This design comes from an exercise in tuning for small area and a short achievable clock period on the open sky130 flow, not from production work.
Only simulation tests tie the RTL to the original design; equivalence was not proved.

$ cat run.sh
#!/bin/bash
# synth_recipe.tcl (not shown) runs the flow's synth.tcl, then flattens the netlist and writes it again
# the make line also repeats each setting of config.mk as NAME=value (left out here)
make -C /OpenROAD-flow-scripts/flow DESIGN_CONFIG=/design/flow/config.mk WORK_HOME=/design/flow/orfs CLKGATE_MAP_FILE= SYNTH_SCRIPT=/design/flow/synth_recipe.tcl finish
$ cat config.mk
export PLATFORM = sky130hd
export DESIGN_NAME = dmd_top
export DESIGN_NICKNAME = dmd_top
export VERILOG_FILES = /design/flow/design.v
export SDC_FILE = /design/flow/constraint.sdc
export NUM_CORES = 4
export LEC_CHECK = 0
export CAP_MARGIN = 20
export CORE_MARGIN = 2
export CORE_UTILIZATION = 40
export SETUP_SLACK_MARGIN = 1.0
export SLEW_MARGIN = 20
export SYNTH_MEMORY_MAX_BITS = 65536
$ cat constraint.sdc
create_clock -name core_clock -period 20.0 [get_ports {clk}]
set_input_delay 4.0000 -clock core_clock [delete_from_list [all_inputs] [get_ports {clk}]]
set_output_delay 4.0000 -clock core_clock [all_outputs]
set_load 0.01 [all_outputs]
$ cat design.v
module dmd_qlut (
    input  wire [7:0]  r,
    output wire [17:0] c0,
    output wire [17:0] s0
);
  reg [35:0] cs;
  always @* begin
    case (r)
      8'd0: cs = {18'd131072, 18'd0};
      8'd1: cs = {18'd131070, 18'd804};
      8'd2: cs = {18'd131062, 18'd1608};
      8'd3: cs = {18'd131050, 18'd2413};
      8'd4: cs = {18'd131033, 18'd3217};
      8'd5: cs = {18'd131010, 18'd4021};
      8'd6: cs = {18'd130983, 18'd4824};
      8'd7: cs = {18'd130951, 18'd5628};
      8'd8: cs = {18'd130914, 18'd6431};
      8'd9: cs = {18'd130872, 18'd7235};
      8'd10: cs = {18'd130825, 18'd8037};
      8'd11: cs = {18'd130774, 18'd8840};
      8'd12: cs = {18'd130717, 18'd9642};
      8'd13: cs = {18'd130655, 18'd10444};
      8'd14: cs = {18'd130589, 18'd11246};
      8'd15: cs = {18'd130517, 18'd12047};
      8'd16: cs = {18'd130441, 18'd12847};
      8'd17: cs = {18'd130360, 18'd13647};
      8'd18: cs = {18'd130273, 18'd14447};
      8'd19: cs = {18'd130182, 18'd15246};
      8'd20: cs = {18'd130086, 18'd16045};
      8'd21: cs = {18'd129985, 18'd16843};
      8'd22: cs = {18'd129880, 18'd17640};
      8'd23: cs = {18'd129769, 18'd18436};
      8'd24: cs = {18'd129653, 18'd19232};
      8'd25: cs = {18'd129533, 18'd20027};
      8'd26: cs = {18'd129408, 18'd20822};
      8'd27: cs = {18'd129277, 18'd21615};
      8'd28: cs = {18'd129142, 18'd22408};
      8'd29: cs = {18'd129002, 18'd23200};
      8'd30: cs = {18'd128858, 18'd23991};
      8'd31: cs = {18'd128708, 18'd24782};
      8'd32: cs = {18'd128553, 18'd25571};
      8'd33: cs = {18'd128394, 18'd26359};
      8'd34: cs = {18'd128230, 18'd27147};
      8'd35: cs = {18'd128061, 18'd27933};
      8'd36: cs = {18'd127887, 18'd28718};
      8'd37: cs = {18'd127709, 18'd29502};
      8'd38: cs = {18'd127525, 18'd30285};
      8'd39: cs = {18'd127337, 18'd31067};
      8'd40: cs = {18'd127144, 18'd31848};
      8'd41: cs = {18'd126946, 18'd32627};
      8'd42: cs = {18'd126744, 18'd33406};
      8'd43: cs = {18'd126536, 18'd34183};
      8'd44: cs = {18'd126324, 18'd34959};
      8'd45: cs = {18'd126107, 18'd35733};
      8'd46: cs = {18'd125886, 18'd36506};
      8'd47: cs = {18'd125659, 18'd37278};
      8'd48: cs = {18'd125428, 18'd38048};
      8'd49: cs = {18'd125192, 18'd38817};
      8'd50: cs = {18'd124952, 18'd39585};
      8'd51: cs = {18'd124706, 18'd40350};
      8'd52: cs = {18'd124457, 18'd41115};
      8'd53: cs = {18'd124202, 18'd41878};
      8'd54: cs = {18'd123943, 18'd42639};
      8'd55: cs = {18'd123679, 18'd43399};
      8'd56: cs = {18'd123410, 18'd44157};
      8'd57: cs = {18'd123137, 18'd44913};
      8'd58: cs = {18'd122859, 18'd45668};
      8'd59: cs = {18'd122576, 18'd46421};
      8'd60: cs = {18'd122289, 18'd47172};
      8'd61: cs = {18'd121997, 18'd47922};
      8'd62: cs = {18'd121701, 18'd48669};
      8'd63: cs = {18'd121400, 18'd49415};
      8'd64: cs = {18'd121095, 18'd50159};
      8'd65: cs = {18'd120785, 18'd50901};
      8'd66: cs = {18'd120470, 18'd51641};
      8'd67: cs = {18'd120151, 18'd52380};
      8'd68: cs = {18'd119827, 18'd53116};
      8'd69: cs = {18'd119499, 18'd53850};
      8'd70: cs = {18'd119166, 18'd54582};
      8'd71: cs = {18'd118829, 18'd55312};
      8'd72: cs = {18'd118488, 18'd56041};
      8'd73: cs = {18'd118142, 18'd56766};
      8'd74: cs = {18'd117791, 18'd57490};
      8'd75: cs = {18'd117436, 18'd58212};
      8'd76: cs = {18'd117077, 18'd58931};
      8'd77: cs = {18'd116713, 18'd59649};
      8'd78: cs = {18'd116345, 18'd60364};
      8'd79: cs = {18'd115972, 18'd61076};
      8'd80: cs = {18'd115595, 18'd61787};
      8'd81: cs = {18'd115214, 18'd62495};
      8'd82: cs = {18'd114828, 18'd63201};
      8'd83: cs = {18'd114438, 18'd63904};
      8'd84: cs = {18'd114044, 18'd64605};
      8'd85: cs = {18'd113645, 18'd65304};
      8'd86: cs = {18'd113243, 18'd66000};
      8'd87: cs = {18'd112836, 18'd66693};
      8'd88: cs = {18'd112424, 18'd67384};
      8'd89: cs = {18'd112009, 18'd68073};
      8'd90: cs = {18'd111589, 18'd68759};
      8'd91: cs = {18'd111165, 18'd69442};
      8'd92: cs = {18'd110737, 18'd70123};
      8'd93: cs = {18'd110304, 18'd70801};
      8'd94: cs = {18'd109868, 18'd71477};
      8'd95: cs = {18'd109427, 18'd72150};
      8'd96: cs = {18'd108982, 18'd72820};
      8'd97: cs = {18'd108534, 18'd73487};
      8'd98: cs = {18'd108081, 18'd74152};
      8'd99: cs = {18'd107624, 18'd74813};
      8'd100: cs = {18'd107162, 18'd75472};
      8'd101: cs = {18'd106697, 18'd76128};
      8'd102: cs = {18'd106228, 18'd76782};
      8'd103: cs = {18'd105755, 18'd77432};
      8'd104: cs = {18'd105278, 18'd78079};
      8'd105: cs = {18'd104797, 18'd78724};
      8'd106: cs = {18'd104312, 18'd79366};
      8'd107: cs = {18'd103823, 18'd80004};
      8'd108: cs = {18'd103330, 18'd80640};
      8'd109: cs = {18'd102833, 18'd81272};
      8'd110: cs = {18'd102333, 18'd81902};
      8'd111: cs = {18'd101828, 18'd82528};
      8'd112: cs = {18'd101320, 18'd83151};
      8'd113: cs = {18'd100808, 18'd83771};
      8'd114: cs = {18'd100292, 18'd84388};
      8'd115: cs = {18'd99772, 18'd85002};
      8'd116: cs = {18'd99249, 18'd85613};
      8'd117: cs = {18'd98722, 18'd86220};
      8'd118: cs = {18'd98191, 18'd86824};
      8'd119: cs = {18'd97656, 18'd87425};
      8'd120: cs = {18'd97118, 18'd88023};
      8'd121: cs = {18'd96576, 18'd88617};
      8'd122: cs = {18'd96030, 18'd89208};
      8'd123: cs = {18'd95481, 18'd89795};
      8'd124: cs = {18'd94929, 18'd90379};
      8'd125: cs = {18'd94372, 18'd90960};
      8'd126: cs = {18'd93812, 18'd91538};
      8'd127: cs = {18'd93249, 18'd92111};
      8'd128: cs = {18'd92682, 18'd92682};
      8'd129: cs = {18'd92111, 18'd93249};
      8'd130: cs = {18'd91538, 18'd93812};
      8'd131: cs = {18'd90960, 18'd94372};
      8'd132: cs = {18'd90379, 18'd94929};
      8'd133: cs = {18'd89795, 18'd95481};
      8'd134: cs = {18'd89208, 18'd96030};
      8'd135: cs = {18'd88617, 18'd96576};
      8'd136: cs = {18'd88023, 18'd97118};
      8'd137: cs = {18'd87425, 18'd97656};
      8'd138: cs = {18'd86824, 18'd98191};
      8'd139: cs = {18'd86220, 18'd98722};
      8'd140: cs = {18'd85613, 18'd99249};
      8'd141: cs = {18'd85002, 18'd99772};
      8'd142: cs = {18'd84388, 18'd100292};
      8'd143: cs = {18'd83771, 18'd100808};
      8'd144: cs = {18'd83151, 18'd101320};
      8'd145: cs = {18'd82528, 18'd101828};
      8'd146: cs = {18'd81902, 18'd102333};
      8'd147: cs = {18'd81272, 18'd102833};
      8'd148: cs = {18'd80640, 18'd103330};
      8'd149: cs = {18'd80004, 18'd103823};
      8'd150: cs = {18'd79366, 18'd104312};
      8'd151: cs = {18'd78724, 18'd104797};
      8'd152: cs = {18'd78079, 18'd105278};
      8'd153: cs = {18'd77432, 18'd105755};
      8'd154: cs = {18'd76782, 18'd106228};
      8'd155: cs = {18'd76128, 18'd106697};
      8'd156: cs = {18'd75472, 18'd107162};
      8'd157: cs = {18'd74813, 18'd107624};
      8'd158: cs = {18'd74152, 18'd108081};
      8'd159: cs = {18'd73487, 18'd108534};
      8'd160: cs = {18'd72820, 18'd108982};
      8'd161: cs = {18'd72150, 18'd109427};
      8'd162: cs = {18'd71477, 18'd109868};
      8'd163: cs = {18'd70801, 18'd110304};
      8'd164: cs = {18'd70123, 18'd110737};
      8'd165: cs = {18'd69442, 18'd111165};
      8'd166: cs = {18'd68759, 18'd111589};
      8'd167: cs = {18'd68073, 18'd112009};
      8'd168: cs = {18'd67384, 18'd112424};
      8'd169: cs = {18'd66693, 18'd112836};
      8'd170: cs = {18'd66000, 18'd113243};
      8'd171: cs = {18'd65304, 18'd113645};
      8'd172: cs = {18'd64605, 18'd114044};
      8'd173: cs = {18'd63904, 18'd114438};
      8'd174: cs = {18'd63201, 18'd114828};
      8'd175: cs = {18'd62495, 18'd115214};
      8'd176: cs = {18'd61787, 18'd115595};
      8'd177: cs = {18'd61076, 18'd115972};
      8'd178: cs = {18'd60364, 18'd116345};
      8'd179: cs = {18'd59649, 18'd116713};
      8'd180: cs = {18'd58931, 18'd117077};
      8'd181: cs = {18'd58212, 18'd117436};
      8'd182: cs = {18'd57490, 18'd117791};
      8'd183: cs = {18'd56766, 18'd118142};
      8'd184: cs = {18'd56041, 18'd118488};
      8'd185: cs = {18'd55312, 18'd118829};
      8'd186: cs = {18'd54582, 18'd119166};
      8'd187: cs = {18'd53850, 18'd119499};
      8'd188: cs = {18'd53116, 18'd119827};
      8'd189: cs = {18'd52380, 18'd120151};
      8'd190: cs = {18'd51641, 18'd120470};
      8'd191: cs = {18'd50901, 18'd120785};
      8'd192: cs = {18'd50159, 18'd121095};
      8'd193: cs = {18'd49415, 18'd121400};
      8'd194: cs = {18'd48669, 18'd121701};
      8'd195: cs = {18'd47922, 18'd121997};
      8'd196: cs = {18'd47172, 18'd122289};
      8'd197: cs = {18'd46421, 18'd122576};
      8'd198: cs = {18'd45668, 18'd122859};
      8'd199: cs = {18'd44913, 18'd123137};
      8'd200: cs = {18'd44157, 18'd123410};
      8'd201: cs = {18'd43399, 18'd123679};
      8'd202: cs = {18'd42639, 18'd123943};
      8'd203: cs = {18'd41878, 18'd124202};
      8'd204: cs = {18'd41115, 18'd124457};
      8'd205: cs = {18'd40350, 18'd124706};
      8'd206: cs = {18'd39585, 18'd124952};
      8'd207: cs = {18'd38817, 18'd125192};
      8'd208: cs = {18'd38048, 18'd125428};
      8'd209: cs = {18'd37278, 18'd125659};
      8'd210: cs = {18'd36506, 18'd125886};
      8'd211: cs = {18'd35733, 18'd126107};
      8'd212: cs = {18'd34959, 18'd126324};
      8'd213: cs = {18'd34183, 18'd126536};
      8'd214: cs = {18'd33406, 18'd126744};
      8'd215: cs = {18'd32627, 18'd126946};
      8'd216: cs = {18'd31848, 18'd127144};
      8'd217: cs = {18'd31067, 18'd127337};
      8'd218: cs = {18'd30285, 18'd127525};
      8'd219: cs = {18'd29502, 18'd127709};
      8'd220: cs = {18'd28718, 18'd127887};
      8'd221: cs = {18'd27933, 18'd128061};
      8'd222: cs = {18'd27147, 18'd128230};
      8'd223: cs = {18'd26359, 18'd128394};
      8'd224: cs = {18'd25571, 18'd128553};
      8'd225: cs = {18'd24782, 18'd128708};
      8'd226: cs = {18'd23991, 18'd128858};
      8'd227: cs = {18'd23200, 18'd129002};
      8'd228: cs = {18'd22408, 18'd129142};
      8'd229: cs = {18'd21615, 18'd129277};
      8'd230: cs = {18'd20822, 18'd129408};
      8'd231: cs = {18'd20027, 18'd129533};
      8'd232: cs = {18'd19232, 18'd129653};
      8'd233: cs = {18'd18436, 18'd129769};
      8'd234: cs = {18'd17640, 18'd129880};
      8'd235: cs = {18'd16843, 18'd129985};
      8'd236: cs = {18'd16045, 18'd130086};
      8'd237: cs = {18'd15246, 18'd130182};
      8'd238: cs = {18'd14447, 18'd130273};
      8'd239: cs = {18'd13647, 18'd130360};
      8'd240: cs = {18'd12847, 18'd130441};
      8'd241: cs = {18'd12047, 18'd130517};
      8'd242: cs = {18'd11246, 18'd130589};
      8'd243: cs = {18'd10444, 18'd130655};
      8'd244: cs = {18'd9642, 18'd130717};
      8'd245: cs = {18'd8840, 18'd130774};
      8'd246: cs = {18'd8037, 18'd130825};
      8'd247: cs = {18'd7235, 18'd130872};
      8'd248: cs = {18'd6431, 18'd130914};
      8'd249: cs = {18'd5628, 18'd130951};
      8'd250: cs = {18'd4824, 18'd130983};
      8'd251: cs = {18'd4021, 18'd131010};
      8'd252: cs = {18'd3217, 18'd131033};
      8'd253: cs = {18'd2413, 18'd131050};
      8'd254: cs = {18'd1608, 18'd131062};
      8'd255: cs = {18'd804, 18'd131070};
      default: cs = 36'd0;
    endcase
  end
  assign c0 = cs[35:18];
  assign s0 = cs[17:0];
endmodule
module dmd_narrow #(
    parameter IW   = 39,
    parameter DROP = 19,
    parameter OW   = 18
) (
    input  wire [IW-1:0] x,
    output wire [OW-1:0] y,
    output wire          sat
);
  localparam QW = IW - DROP;
  wire [QW-1:0] q    = x[IW-1:DROP];             
  wire          half = x[DROP-1];
  wire          rest = |x[DROP-2:0];
  wire          up   = half & (rest | q[0]);
  wire [QW:0]   qr   = {q[QW-1], q} + {{QW{1'b0}}, up};
  wire          fits = (&qr[QW:OW-1]) | ~(|qr[QW:OW-1]);
  assign sat = ~fits;
  assign y   = fits ? qr[OW-1:0] : {qr[QW], {(OW-1){~qr[QW]}}};
endmodule
module dmd_osc (
    input  wire [9:0]  th,
    output reg  [18:0] c,
    output reg  [18:0] s
);
  wire [17:0] c0, s0;
  dmd_qlut u_lut (
      .r (th[7:0]),
      .c0(c0),
      .s0(s0)
  );
  wire [18:0] pc = {1'b0, c0};
  wire [18:0] ps = {1'b0, s0};
  always @* begin
    case (th[9:8])
      2'd0: begin c = pc;  s = ps;  end
      2'd1: begin c = -ps; s = pc;  end
      2'd2: begin c = -pc; s = -ps; end
      default: begin c = ps;  s = -pc; end
    endcase
  end
endmodule
module dmd_top (
    input  wire        clk,
    input  wire        rst,
    input  wire [47:0] cfg_freq,      
    input  wire [2:0]  cfg_mode,      
    input  wire [17:0] cfg_ax0_i,
    input  wire [17:0] cfg_ax0_q,
    input  wire [17:0] cfg_ax1_i,
    input  wire [17:0] cfg_ax1_q,
    input  wire [35:0] cfg_t0,
    input  wire [35:0] cfg_t1,
    input  wire [35:0] cfg_t2,
    input  wire        s_valid,
    input  wire        s_start,       
    input  wire [11:0] s_len,         
    input  wire [47:0] s_phase,       
    input  wire [15:0] s_y,           
    input  wire [35:0] s_w,           
    output reg         res_valid,
    output reg  [35:0] res_i,
    output reg  [35:0] res_q,
    output reg  [1:0]  res_state,
    output reg  [3:0]  res_flags      
);
  reg        active;
  reg [47:0] ph;
  reg [4:0]  k;           
  reg [11:0] g;           
  reg [11:0] last_g;      
  reg [38:0] acc_i;
  reg [38:0] acc_q;
  wire        take     = s_valid & (active | s_start);
  wire [47:0] phase    = s_start ? s_phase : ph;
  wire [4:0]  k_cur    = s_start ? 5'd0 : k;
  wire [11:0] g_cur    = s_start ? 12'd0 : g;
  wire [11:0] last_cur = s_start ? s_len - 12'd1 : last_g;
  wire [18:0] osc_c, osc_s;
  dmd_osc u_osc (
      .th(phase[47:38]),
      .c (osc_c),
      .s (osc_s)
  );
  wire signed [34:0] prod_i = $signed(s_y) * $signed(osc_c);
  wire signed [34:0] prod_q = $signed(s_y) * $signed(osc_s);
  wire [38:0] acc_i_base = (k_cur == 5'd0) ? 39'd0 : acc_i;
  wire [38:0] acc_q_base = (k_cur == 5'd0) ? 39'd0 : acc_q;
  wire [38:0] acc_i_new  = acc_i_base + {{4{prod_i[34]}}, prod_i};
  wire [38:0] acc_q_new  = acc_q_base - {{4{prod_q[34]}}, prod_q};
  wire group_end = take & (k_cur == 5'd31);
  wire win_end   = group_end & (g_cur == last_cur);
  wire [17:0] dec_i, dec_q;
  wire        sat_i, sat_q;
  dmd_narrow #(.IW(39), .DROP(19), .OW(18)) u_nd_i (.x(acc_i_new), .y(dec_i), .sat(sat_i));
  dmd_narrow #(.IW(39), .DROP(19), .OW(18)) u_nd_q (.x(acc_q_new), .y(dec_q), .sat(sat_q));
  always @(posedge clk) begin
    if (rst) begin
      active <= 1'b0;
    end else if (take) begin
      active <= ~win_end;
    end
  end
  always @(posedge clk) begin
    if (take) begin
      ph     <= phase + cfg_freq;
      k      <= k_cur + 5'd1;
      g      <= group_end ? g_cur + 12'd1 : g_cur;
      last_g <= last_cur;
      acc_i  <= acc_i_new;
      acc_q  <= acc_q_new;
    end
  end
  reg        d_valid;
  reg        d_first;
  reg        d_last;
  reg [17:0] d_i;
  reg [17:0] d_q;
  reg        d_sat;
  reg [35:0] d_w;
  always @(posedge clk) begin
    if (rst) begin
      d_valid <= 1'b0;
    end else begin
      d_valid <= group_end;
    end
  end
  always @(posedge clk) begin
    if (group_end) begin
      d_first <= (g_cur == 12'd0);
      d_last  <= win_end;
      d_i     <= dec_i;
      d_q     <= dec_q;
      d_sat   <= sat_i | sat_q;
      d_w     <= s_w;
    end
  end
  reg [48:0] ai;
  reg [48:0] aq;
  reg        sdec;
  wire signed [17:0] w_i = d_w[35:18];
  wire signed [17:0] w_q = d_w[17:0];
  wire signed [35:0] m_ii = $signed(d_i) * w_i;
  wire signed [35:0] m_qq = $signed(d_q) * w_q;
  wire signed [35:0] m_iq = $signed(d_i) * w_q;
  wire signed [35:0] m_qi = $signed(d_q) * w_i;
  wire [48:0] ai_base = d_first ? 49'd0 : ai;
  wire [48:0] aq_base = d_first ? 49'd0 : aq;
  wire [48:0] ai_new  = ai_base + {{13{m_ii[35]}}, m_ii} - {{13{m_qq[35]}}, m_qq};
  wire [48:0] aq_new  = aq_base + {{13{m_iq[35]}}, m_iq} + {{13{m_qi[35]}}, m_qi};
  wire        sdec_new = (d_first ? 1'b0 : sdec) | d_sat;
  wire [35:0] int_i, int_q;
  wire        sat_ii, sat_iq;
  dmd_narrow #(.IW(49), .DROP(12), .OW(36)) u_ni_i (.x(ai_new), .y(int_i), .sat(sat_ii));
  dmd_narrow #(.IW(49), .DROP(12), .OW(36)) u_ni_q (.x(aq_new), .y(int_q), .sat(sat_iq));
  reg        iq_valid;
  reg [35:0] iq_i;
  reg [35:0] iq_q;
  reg        iq_sdec;
  reg        iq_sint;
  always @(posedge clk) begin
    if (d_valid) begin
      ai   <= ai_new;
      aq   <= aq_new;
      sdec <= sdec_new;
    end
  end
  always @(posedge clk) begin
    if (rst) begin
      iq_valid <= 1'b0;
    end else begin
      iq_valid <= d_valid & d_last;
    end
  end
  always @(posedge clk) begin
    if (d_valid & d_last) begin
      iq_i    <= int_i;
      iq_q    <= int_q;
      iq_sdec <= sdec_new;
      iq_sint <= sat_ii | sat_iq;
    end
  end
  wire signed [53:0] x0_i = $signed(iq_i) * $signed(cfg_ax0_i);
  wire signed [53:0] x0_q = $signed(iq_q) * $signed(cfg_ax0_q);
  wire signed [53:0] x1_i = $signed(iq_i) * $signed(cfg_ax1_i);
  wire signed [53:0] x1_q = $signed(iq_q) * $signed(cfg_ax1_q);
  wire [54:0] sum0 = {x0_i[53], x0_i} + {x0_q[53], x0_q};
  wire [54:0] sum1 = {x1_i[53], x1_i} + {x1_q[53], x1_q};
  wire [35:0] p0, p1;
  wire        sat_p0, sat_p1;
  dmd_narrow #(.IW(55), .DROP(17), .OW(36)) u_np0 (.x(sum0), .y(p0), .sat(sat_p0));
  dmd_narrow #(.IW(55), .DROP(17), .OW(36)) u_np1 (.x(sum1), .y(p1), .sat(sat_p1));
  wire ge0  = $signed(p0) >= $signed(cfg_t0);
  wire ge1  = $signed(p0) >= $signed(cfg_t1);
  wire ge2  = $signed(p0) >= $signed(cfg_t2);
  wire ge1b = $signed(p1) >= $signed(cfg_t1);
  reg [1:0] state;
  always @* begin
    case (cfg_mode)
      3'd1:    state = {1'b0, ge0};
      3'd2:    state = {1'b0, ge0} + {1'b0, ge1} + {1'b0, ge2};
      3'd3:    state = {ge1b, ge0};
      3'd4:    state = ge1b ? 2'd2 : {1'b0, ge0};
      default: state = 2'd0;
    endcase
  end
  wire [36:0] diff  = {p0[35], p0} - {cfg_t0[35], cfg_t0};
  wire [36:0] adiff = diff[36] ? -diff : diff;
  wire        margin = ((cfg_mode == 3'd1) | (cfg_mode == 3'd4)) & ~cfg_t2[35] &
                       (adiff < {1'b0, cfg_t2});
  always @(posedge clk) begin
    if (rst) begin
      res_valid <= 1'b0;
    end else begin
      res_valid <= iq_valid;
    end
  end
  always @(posedge clk) begin
    if (iq_valid) begin
      res_i     <= iq_i;
      res_q     <= iq_q;
      res_state <= state;
      res_flags <= {margin, sat_p0 | sat_p1, iq_sint, iq_sdec};
    end
  end
endmodule
==> run notes <==
ys flop type=sky130_fd_sc_hd__edfxtp_1; CTS sink count=485; wire length of the first global-routing pass=1070000 µm; ANT nets after route=0; crit path time final=18.57 ns; final routed wirelength across all metal layers=700000 µm; synthesis-to-finish area growth=10.1%; transition time at the pin with the least slew margin=1.22 ns; number of input and output port buffers inserted=425; number of filler instances in the final layout=50.6k; number of buffers created by CTS=76; library cell contributing the largest single delay on the critical path=sky130_fd_sc_hd__nor4b_1; finished layout cell area=229000 µm²; setup repair after global routing missed its margin=true; commonest cells after routing, fill and taps aside=sky130_fd_sc_hd__inv_1 (4780), sky130_fd_sc_hd__fa_1 (4704), sky130_fd_sc_hd__nand2_1 (3335); CP most frequent cell=sky130_fd_sc_hd__fa_1; Iteration-0 DRC Markers=12.1k; number of cells after detailed placement=30.5k; Core Footprint=517000 µm²; async set-or-reset flop fraction in the synthesized netlist=0; DR pass1 iterations=8; max capacitance violation total=0; Top delay family on crit path=adder cells; status=no timing/DRC/antenna violations; Setup CP Type=input pin to flip-flop; number of ports placed on the die boundary=426; number of nets in the layout=30.1k; aggregate global routing overflow=0; most common library cell in the layout ignoring fill and taps=sky130_fd_sc_hd__inv_1; cell area after synthesis=208000 µm²; overall die width=724 µm; Netlist cell types=104; maximum number of pins on one net before global-route repair=79; number of synthesized register bits=485; cell row count=264; layout cell share with drive strength beyond 1=0.0695; type of the worst min-delay path=flip-flop to flip-flop; hpwl dp=575000 µm; area of the multi-input gates=171000 µm²; antenna violations before repair=63; cells after synthesis=23.2k; launching element type of the critical path=input pin; post-route core utilization=0.442; peak per-stage delay on the critical path=0.73 ns; area occupied by registers=14500 µm²; part of the Yosys area used for sequential elements=0.0700; via count of the first global-routing pass=174k; clock skew after layout=0.132 ns; worst skew pair latency=0.86 ns; total global routing track utilization=0.269; EDFF count, synth=481; setup ws final=1.43 ns; clk buf depth=4; Starting Density=0.402; data arrival time at the worst-slack endpoint=19.26 ns; number of H-tree levels=3; global placer's final weighted congestion=1.03; total cell area at the placement stage=226000 µm²; CTS tree=built; final count of hold timing violations=0; via density per instance=5.32; via total after detailed routing=163k; Post-Layout Cell Count=30.7k; post-synthesis net count=29.6k; period utilisation layout=0.928; critical path endpoint category=flip-flop; Worst Setup Slack post-DPL=-0.300 ns; area of the die=525000 µm²; DR DRC count=0; syn_area_per_cell=8.95 µm²; worst max-slew margin expressed relative to the limit=0.188; Highest Clock Rate=53.9 MHz; endpoints failing setup=0; Chip Height=724 µm; average wire per standard cell=22.8 µm; CTS root buf=sky130_fd_sc_hd__clkbuf_16; WP data required=20.69 ns; number of max-slew violations in the final report=0; CP bufs+invs=8; clock-pin transition on the worst setup and hold timing paths=0.07 ns; maximum fanout along the worst path=22; number of warnings issued by yosys=3
[synth_stat cells, drive strengths merged (162+ instances only)]
cell    count  area share
fa       4706        0.45
xor2      283       0.012
edfxtp    481       0.070
a21oi     798       0.020
and2     1660       0.050
nand2    3337       0.060
ha       1371       0.083
xnor2     520       0.022
a21o      259      0.0094
nand3     246      0.0059
nor3      243      0.0059
nand2b    280      0.0084
o21ai     558       0.014
nor2      632       0.011
clkbuf   1183       0.021
inv      4783       0.086
nor2b     162      0.0049
[through the flow]
step                      setup TNS (ns)  hold WS, ns
after floorplan                        0        0.400
after global placement            -0.135        0.437
after detailed placement          -0.300        0.435
after CTS                              0        0.449
after global routing                   0        0.458
final                                  0        0.446
[layer usage]
| layer | wire length, µm | GRT usage |
|---|---|---|
| met1 | 289000 | 0.353 |
| met2 | 327000 | 0.446 |
| met3 | 47100 | 0.0375 |
| met4 | 36700 | 0.114 |
| met5 | 90 | 0 |
[final timing paths]
check | startpoint | slack, ns | depth (start not counted) | end
max | cfg_ax0_q[1] | 1.43 | 62 | res_flags[3]
min | iq_q[34] | 0.45 | 0 | res_q[34]
max reg2reg | iq_q[7] | 3.71 | 61 | res_flags[3]
min reg2reg | iq_q[34] | 0.45 | 0 | res_q[34]
[timing repair]
item                                    in CTS  in global routing
pin swaps                                    0                 33
gates resized for setup                     10                113
hold buffers                                 0                  0
endpoints found under the setup margin       1                 39
cloned                                       0                  3
setup buffers                                0                 13
[cell families after synthesis]
family / count (synthesis) / share of synthesized area
flip-flops: 485 / 0.0700
AO/OA/AOI/OAI: 2612 / 0.0813
multiplexers: 98 / 0.00524
adder cells (fa/ha/maj): 6077 / 0.536
buffers and inverters: 6063 / 0.110
XOR/XNOR: 803 / 0.0339
AND/OR/NAND/NOR: 7051 / 0.163
[flip-flops by register name (all words and copies together) (netlist names), 36 cells and up]
name   cells
ai        49
aq        49
ph        48
acc_i     39
acc_q     39
d_w       36
iq_i      36
iq_q      36
res_i     36
res_q     36
[worst register-to-register path: cells and delay by family, from the launching register on]
| family | cells | cell delay [ns] |
|---|---|---|
| xor+xnor | 3 | 0.44 |
| compound gates | 21 | 3.99 |
| flops | 1 | 1.00 |
| simple gates | 19 | 4.79 |
| buf+inv | 7 | 1.28 |
| fa+ha+maj | 11 | 4.68 |
[layout make-up]
class	count	share of cell area
multi-input combinational	16641	0.747
inverter	4789	0.0787
sequential	485	0.0636
timing repair buffer	1670	0.0619
tap	6916	0.0378
clock buffer	87	0.00850
clock inverter	44	0.00211
antenna	18	0.000197
timing repair inverter	1	0.0000219

separate check: timing with driven ports:
Ports are ideal in the flow. The routed layout listed here was re-timed in OpenROAD. Step 1: set_driving_cell puts a clkbuf_16 on clk and a buf_2 on each other input, an assumption about the parent block. Step 2 moves the port delays by t, midway between the first and last clock arrival at a register: inputs arrive t later, outputs are due t later. That takes back most of the time a late clock gives input paths. Three values: ideal, step 1, step 2; two values: the first two.
shift t [ns]: 0.894
slack for setup (ns): 1.432 / 1.480 / 0.585
worst slew at a driven data input, ns: 0.18
After both steps setup and hold are still met in this run. For this run, drivers alone change the setup slack by +0.048 ns; drivers and shift together by -0.847 ns.
